Source: an optimization exercise on an open RTL-to-GDS flow (aim: a short achievable clock period and few clock cycles). Production flows keep margins and buffers that such runs may drop. Only simulation tests tie the RTL to the original design; equivalence was not proved. Power is estimated from default activity; no workload was simulated.

<file path="flow/run.sh">
#!/bin/bash
# synth_recipe.tcl (not shown) runs the flow's synth.tcl, then flattens the netlist and writes it again
# the make line also repeats each setting of config.mk as NAME=value (left out here)
make -C /OpenROAD-flow-scripts/flow DESIGN_CONFIG=/design/flow/config.mk WORK_HOME=/design/flow/orfs CLKGATE_MAP_FILE= SYNTH_SCRIPT=/design/flow/synth_recipe.tcl finish
</file>
<file path="flow/config.mk">
export PLATFORM = sky130hd
export DESIGN_NAME = chk_crc_ctx
export DESIGN_NICKNAME = chk_crc_ctx
export VERILOG_FILES = /design/flow/design.v
export SDC_FILE = /design/flow/constraint.sdc
export NUM_CORES = 4
export LEC_CHECK = 0
export CAP_MARGIN = 20
export CORE_MARGIN = 2
export CORE_UTILIZATION = 30
export SETUP_SLACK_MARGIN = 0.5
export SLEW_MARGIN = 20
</file>
<file path="flow/constraint.sdc">
create_clock -name core_clock -period 44.0 [get_ports {clk}]
set_input_delay 8.8000 -clock core_clock [delete_from_list [all_inputs] [get_ports {clk}]]
set_output_delay 8.8000 -clock core_clock [all_outputs]
set_load 0.01 [all_outputs]
</file>
<file path="flow/design.v">
module chk_crc_ctx (
    input  wire        clk,
    input  wire        rst,
    input  wire        in_valid,
    output wire        in_ready,
    input  wire [1:0]  in_op,
    input  wire [63:0] in_data,
    input  wire [3:0]  in_nbytes,
    input  wire        in_last,
    input  wire [5:0]  cfg_width_m1,
    input  wire        cfg_refin,
    input  wire        cfg_refout,
    input  wire        cfg_compare_en,
    input  wire [63:0] cfg_poly,
    input  wire [63:0] cfg_init,
    input  wire [63:0] cfg_xorout,
    input  wire [63:0] cfg_expect,
    output reg         res_valid,
    output reg  [63:0] res_value,
    output reg         res_mismatch,
    output reg         res_param_err,
    output reg  [31:0] res_bytes,
    output reg  [15:0] res_mismatches
);
    localparam OP_DATA  = 2'd0;
    localparam OP_INIT  = 2'd1;
    localparam OP_CLOSE = 2'd2;
    reg [5:0]  width_m1;
    reg        refin;
    reg        refout;
    reg        compare_en;
    reg [63:0] poly_al;      
    reg [63:0] xorout;
    reg [63:0] expect_v;
    reg        param_err;
    reg [63:0] run_al;       
    reg [30:0] bytes_cnt;
    reg        bytes_sat;
    reg [14:0] mism_cnt;
    reg        close_pend;
    assign in_ready = 1'b1;
    wire take      = in_valid && in_ready;
    wire take_data = take && (in_op == OP_DATA);
    wire take_init = take && (in_op == OP_INIT);
    wire take_close = take && ((in_op == OP_CLOSE) || (in_op == OP_DATA && in_last));
    wire [6:0]  cfg_width = {1'b0, cfg_width_m1} + 7'd1;
    wire [63:0] cfg_over_mask = (cfg_width == 7'd64) ? 64'd0 : (~64'd0 << cfg_width);
    wire        cfg_bad = (cfg_width_m1 < 6'd7) ||
                          (|(cfg_poly & cfg_over_mask)) ||
                          (|(cfg_init & cfg_over_mask)) ||
                          (|(cfg_xorout & cfg_over_mask));
    wire [5:0]  cfg_shift = 6'd63 - cfg_width_m1;
    reg [63:0] crc_beat;
    reg        dbit;
    reg        fb;
    integer    i, j;
    always @* begin
        crc_beat = run_al;
        for (i = 0; i < 8; i = i + 1) begin
            if (i < in_nbytes) begin
                for (j = 0; j < 8; j = j + 1) begin
                    dbit = refin ? in_data[8*i + j] : in_data[8*i + 7 - j];
                    fb = crc_beat[63] ^ dbit;
                    crc_beat = {crc_beat[62:0], 1'b0} ^ (fb ? poly_al : 64'd0);
                end
            end
        end
    end
    reg [63:0] run_r;        
    reg [63:0] run_rev;      
    reg [63:0] value;
    reg [63:0] width_mask;
    integer    k;
    always @* begin
        run_r = run_al >> (6'd63 - width_m1);
        for (k = 0; k < 64; k = k + 1)
            run_rev[k] = run_al[63 - k];
        value = (refout ? run_rev : run_r) ^ xorout;
        width_mask = ~64'd0 >> (6'd63 - width_m1);
    end
    wire result_mismatch = compare_en && !param_err &&
                           (((value ^ expect_v) & width_mask) != 64'd0);
    always @(posedge clk) begin
        if (rst) begin
            width_m1   <= 6'd0;
            refin      <= 1'b0;
            refout     <= 1'b0;
            compare_en <= 1'b0;
            poly_al    <= 64'd0;
            xorout     <= 64'd0;
            expect_v   <= 64'd0;
            param_err  <= 1'b1;
            run_al     <= 64'd0;
            bytes_cnt  <= 31'd0;
            bytes_sat  <= 1'b0;
            mism_cnt   <= 15'd0;
            close_pend <= 1'b0;
            res_valid  <= 1'b0;
            res_value  <= 64'd0;
            res_mismatch  <= 1'b0;
            res_param_err <= 1'b0;
            res_bytes     <= 32'd0;
            res_mismatches <= 16'd0;
        end else begin
            res_valid <= close_pend;
            if (close_pend) begin
                res_value     <= param_err ? 64'd0 : value;
                res_mismatch  <= result_mismatch;
                res_param_err <= param_err;
                res_bytes     <= {bytes_sat, bytes_cnt};
                if (result_mismatch && mism_cnt != 15'h7fff) begin
                    res_mismatches <= {(mism_cnt + 15'd1) == 15'h7fff, mism_cnt + 15'd1};
                    mism_cnt <= mism_cnt + 15'd1;
                end else begin
                    res_mismatches <= {mism_cnt == 15'h7fff, mism_cnt};
                end
            end
            close_pend <= take_close;
            if (take_init) begin
                width_m1   <= cfg_width_m1;
                refin      <= cfg_refin;
                refout     <= cfg_refout;
                compare_en <= cfg_compare_en;
                poly_al    <= cfg_poly << cfg_shift;
                xorout     <= cfg_xorout;
                expect_v   <= cfg_expect;
                param_err  <= cfg_bad;
                run_al     <= cfg_init << cfg_shift;
                bytes_cnt  <= 31'd0;
                bytes_sat  <= 1'b0;
            end else if (take_data) begin
                if (!param_err)
                    run_al <= crc_beat;
                if (!bytes_sat) begin
                    if ({1'b0, bytes_cnt} + {28'd0, in_nbytes} >= 32'h7fff_ffff) begin
                        bytes_cnt <= 31'h7fff_ffff;
                        bytes_sat <= 1'b1;
                    end else begin
                        bytes_cnt <= bytes_cnt + {27'd0, in_nbytes};
                    end
                end
            end
        end
    end
endmodule
</file>
==> run notes <==
==> tightest hold or removal path: stages (launching register included) <==
cell	delay [ns]
sky130_fd_sc_hd__dfxtp_1	0.31
sky130_fd_sc_hd__nand2_1	0.05
sky130_fd_sc_hd__a21oi_1	0.05
==> sequential cells by signal, indices dropped and copies added, names as in the netlist <==
name and count:
refin 1, run_al 64, width_m1 6, res_mismatch 1, xorout 64, refout 1, res_bytes 32, res_value 64
expect_v 64, bytes_sat 1, res_valid 1, res_mismatches 16, compare_en 1, bytes_cnt 31, poly_al 64, param_err 1
mism_cnt 15, res_param_err 1, close_pend 1
==> routing by layer <==
layer  global-route usage [%]  share of wire, %
met3                     5.91                11
met2                     42.4                41
met5                   0.0567             0.012
met1                     38.7                41
met4                     17.8               7.3
==> stage by stage <==
stage	total power [W]	hold WS, ns	setup slack, ns
after floorplan	0.00599	0.437	8.75
after detailed placement	0.00814	0.458	1.27
after CTS	0.00859	0.467	1.89
final	0.00882	0.467	2.34
after global routing	0.00921	0.483	0.397
after global placement	0.00813	0.454	1.38
==> power by group <==
group          leakage (nW)  internal (W)  switching (W)  total (W)
registers              3.52      0.000400      0.0000220   0.000422
logic                  28.9       0.00255        0.00541    0.00796
clock network         0.808      0.000239       0.000198   0.000437
==> Yosys cell counts, drive strengths merged, types with 78 or more instances <==
library cell / n
a31oi: 78
nor2b: 138
xor2: 460
o211ai: 150
a22oi: 88
nor3: 185
o21ai: 663
buf: 546
dfxtp: 429
nand2: 4696
nor2: 827
mux4: 115
a211oi: 141
mux2i: 350
a21oi: 744
nand3: 151
xnor2: 3549
clkbuf: 897
==> final timing paths <==
path	depth (start not counted)	slack, ns	start	to
worst max register to register	96	9.92	poly_al[61]	run_al[27]
worst min-delay path	2	0.47	xorout[56]	xorout[56]
worst max-delay path	96	2.34	in_data[6]	run_al[27]
worst min register to register	2	0.47	xorout[56]	xorout[56]
==> logic make-up after synthesis <==
logic type | synth area share, %
simple gates | 25.9
mux | 6.90
compound gates | 16.1
fa+ha+maj | 0.142
xor+xnor | 36.6
other cells | 0.00374
flops | 8.56
buf+inv | 5.83
==> area by class of cell <==
| type | count | share of cell area [%] |
|---|---|---|
| clock buffer | 61 | 1.20 |
| antenna | 20 | 0.0454 |
| clock inverter | 26 | 0.292 |
| tap | 4387 | 4.98 |
| timing repair buffer | 840 | 6.83 |
| multi-input combinational | 13486 | 78.6 |
| sequential | 429 | 7.90 |
| inverter | 54 | 0.188 |
==> timing repair <==
action / in CTS / in global routing
buffers inserted: 0 / 2
endpoints found under the hold margin: 0 / 0
setup endpoints to repair: 0 / 64
gates resized for setup: 0 / 17
==> impl_metrics.csv <==
group,metric,value,unit
pwr,power.density_cell_area,80.0,nW/um^2
placement,dpl-instance-area,108000,sq um
yosys,ys.flop_type,"sky130_fd_sc_hd__dfxtp_1",
yosys,synth.lib_cells_used.distinct,137,
yosys,synth_area_leaders,"sky130_fd_sc_hd__xnor2_1 31%, sky130_fd_sc_hd__nand2_1 18%, sky130_fd_sc_hd__dfxtp_1 8.6%",
floorplan,core-area,333000,sq um
yosys,mappedNetlistArea,100000,sq um
clocking,cts_buffer_depth,3,
clocking,clk_pin_slew,0.07,ns
yosys,synth_top_cell_by_area,"sky130_fd_sc_hd__xnor2_1",
run_status,outcome,"complete, no violations",
sta,worst_slew_pin_slew,1.29,ns
worst_setup_path,path_buf_inv,4,
final_layout,fill_cells,35954,
floorplan,chipWidth,582,microns
sta,timing.final.setup_violations,0,
clocking,cts.root.buffer_cell,"sky130_fd_sc_hd__clkbuf_16",
yosys,yosysTopAreaCellShare,30.8,%
route,detailroute.via_count,108748,
placement,port_buffers,453,
route,detail-route-antenna-nets,0,
worst_setup_path,worst-endpoint-required,44.57,ns
sta,finClkSkew,0.0622,ns
clocking,tritoncts,"yes",
yosys,async_reset_ff_share,0,%
floorplan,floorplan.initialDensity,30.1,%
sta,drv_slew,0,
worst_setup_path,timing_worst_setup_path_type,"input pin to register",
worst_setup_path,crit_path_start_kind,"input pin",
placement,detailed_placement_hpwl,378000,microns
worst_setup_path,worst_path_dominant_cell_family,"compound AO/OA/AOI/OAI gates",
clocking,post_cts_hold_buffer_count,0,
clocking,worst_skew_pair.late_latency,0.66,ns
route,first_iter_violations,15126,
final_layout,mostFrequentLayoutCells,"4680 x sky130_fd_sc_hd__nand2_1, 3511 x sky130_fd_sc_hd__xnor2_1, 802 x sky130_fd_sc_hd__nor2_1",
pwr,peakVddDrop,0.169,mV
sta,fin_crit_sh,94.7,%
yosys,synthesis.area_per_instance,6.51,sq um
sta,finalSetupTns,0,ns
run,cap_viol_max_count,0,
route,wl_per_cell,26.9,microns
final_layout,seqCellArea,8710,sq um
grt,global_route_wire_length_before_repair,731000,microns
final_layout,layout_commonest_cell,"sky130_fd_sc_hd__nand2_1",
yosys,synth_edf_count,0,
route,drt-vias-per-instance,5.63,
route,postRouteWirelength,519000,microns
final_layout,layout.nets,15208,
sta,period_minus_slack,41.66,ns
placement,gpl_congestion,1.02,
final_layout,fraction_of_layout_cells_with_a_size_suffix_above_1,6.57,%
worst_setup_path,max_stage_delay,0.73,ns
route,detailedRoute.firstPassIterationCount,9,
worst_setup_path,arrival,42.23,ns
pwr,leakage_power_summed_over_all_cells,33.3,nW
final_layout,syn2layout_area_growth,9.83,%
grt,track_usage,29.0,%
worst_setup_path,critPathMaxFanout,58,
floorplan,dieArea,339000,sq um
route,number_of_drc_violations_after_detailed_routing,0,
grt,maximum_number_of_pins_on_one_net_before_global_route_repair,138,
worst_setup_path,cpMaxStageDelayCell,"sky130_fd_sc_hd__o311ai_4",
clocking,cts.sinks,429,
yosys,syn_inst,15411,
worst_hold_path,worstHoldPathType,"register to register",
yosys,ys_seq_area_share,8.56,%
final_layout,finalInstanceArea,110000,sq um
worst_setup_path,setup.worst_path.end_class,"register",
sta,hold_viol,0,
floorplan,die_h,582,microns
clocking,cts_htree_levels,2,
sta,worst_slew_margin_rel,12.8,%
grt,grt_pass1_vias,96537,
grt,antenna_found_initial,27,
floorplan,floorplan.rows,212,
grt,gr-total-overflow,0,
final_layout,multi_input_area,86600,sq um
placement,placed_cells,19193,
sta,grt_setup_unrepaired,"yes",
final_layout,finalNonFillerCells,19303,
floorplan,floorplan.io_pins,455,
yosys,synth_fp_nets,15760,
final_layout,postLayoutCoreUtil,33.1,%
clocking,numCtsBuffers,48,
sta,timing.fmax,24.0,MHz
yosys,yosys_warnings,1,
yosys,synth-seq-cells,429,
Testbench counts, summed over its fixed seeds: cycles 8,246.

==> what the ideal ports hide <==
How much do the figures lean on ideal ports? The routed layout below was timed once more, with nothing changed but the port constraints. Step 1 sets driving cells, clkbuf_16 on the clock port and buf_2 on the other inputs (assumed; they add their load-dependent delay and slew). Step 2 moves the port delays by t, midway between the first and last clock arrival at a register: inputs arrive t later, outputs are due t later. That takes back most of the time a late clock gives input paths. Three values: no drivers, after step 1, after step 2; two values: the first two.
t, ns: 0.702
setup slack, ns: 2.340 / 2.387 / 1.685
hold slack, ns: 0.467 / 0.467 / 0.467
latest minus earliest clock arrival (ns): 0.063 / 0.062
worst register clock-pin slew, ns: 0.09 / 0.09
After both steps this run still meets setup and hold. The setup slack of this run moves by +0.047 ns with the drivers and by -0.655 ns with both steps.
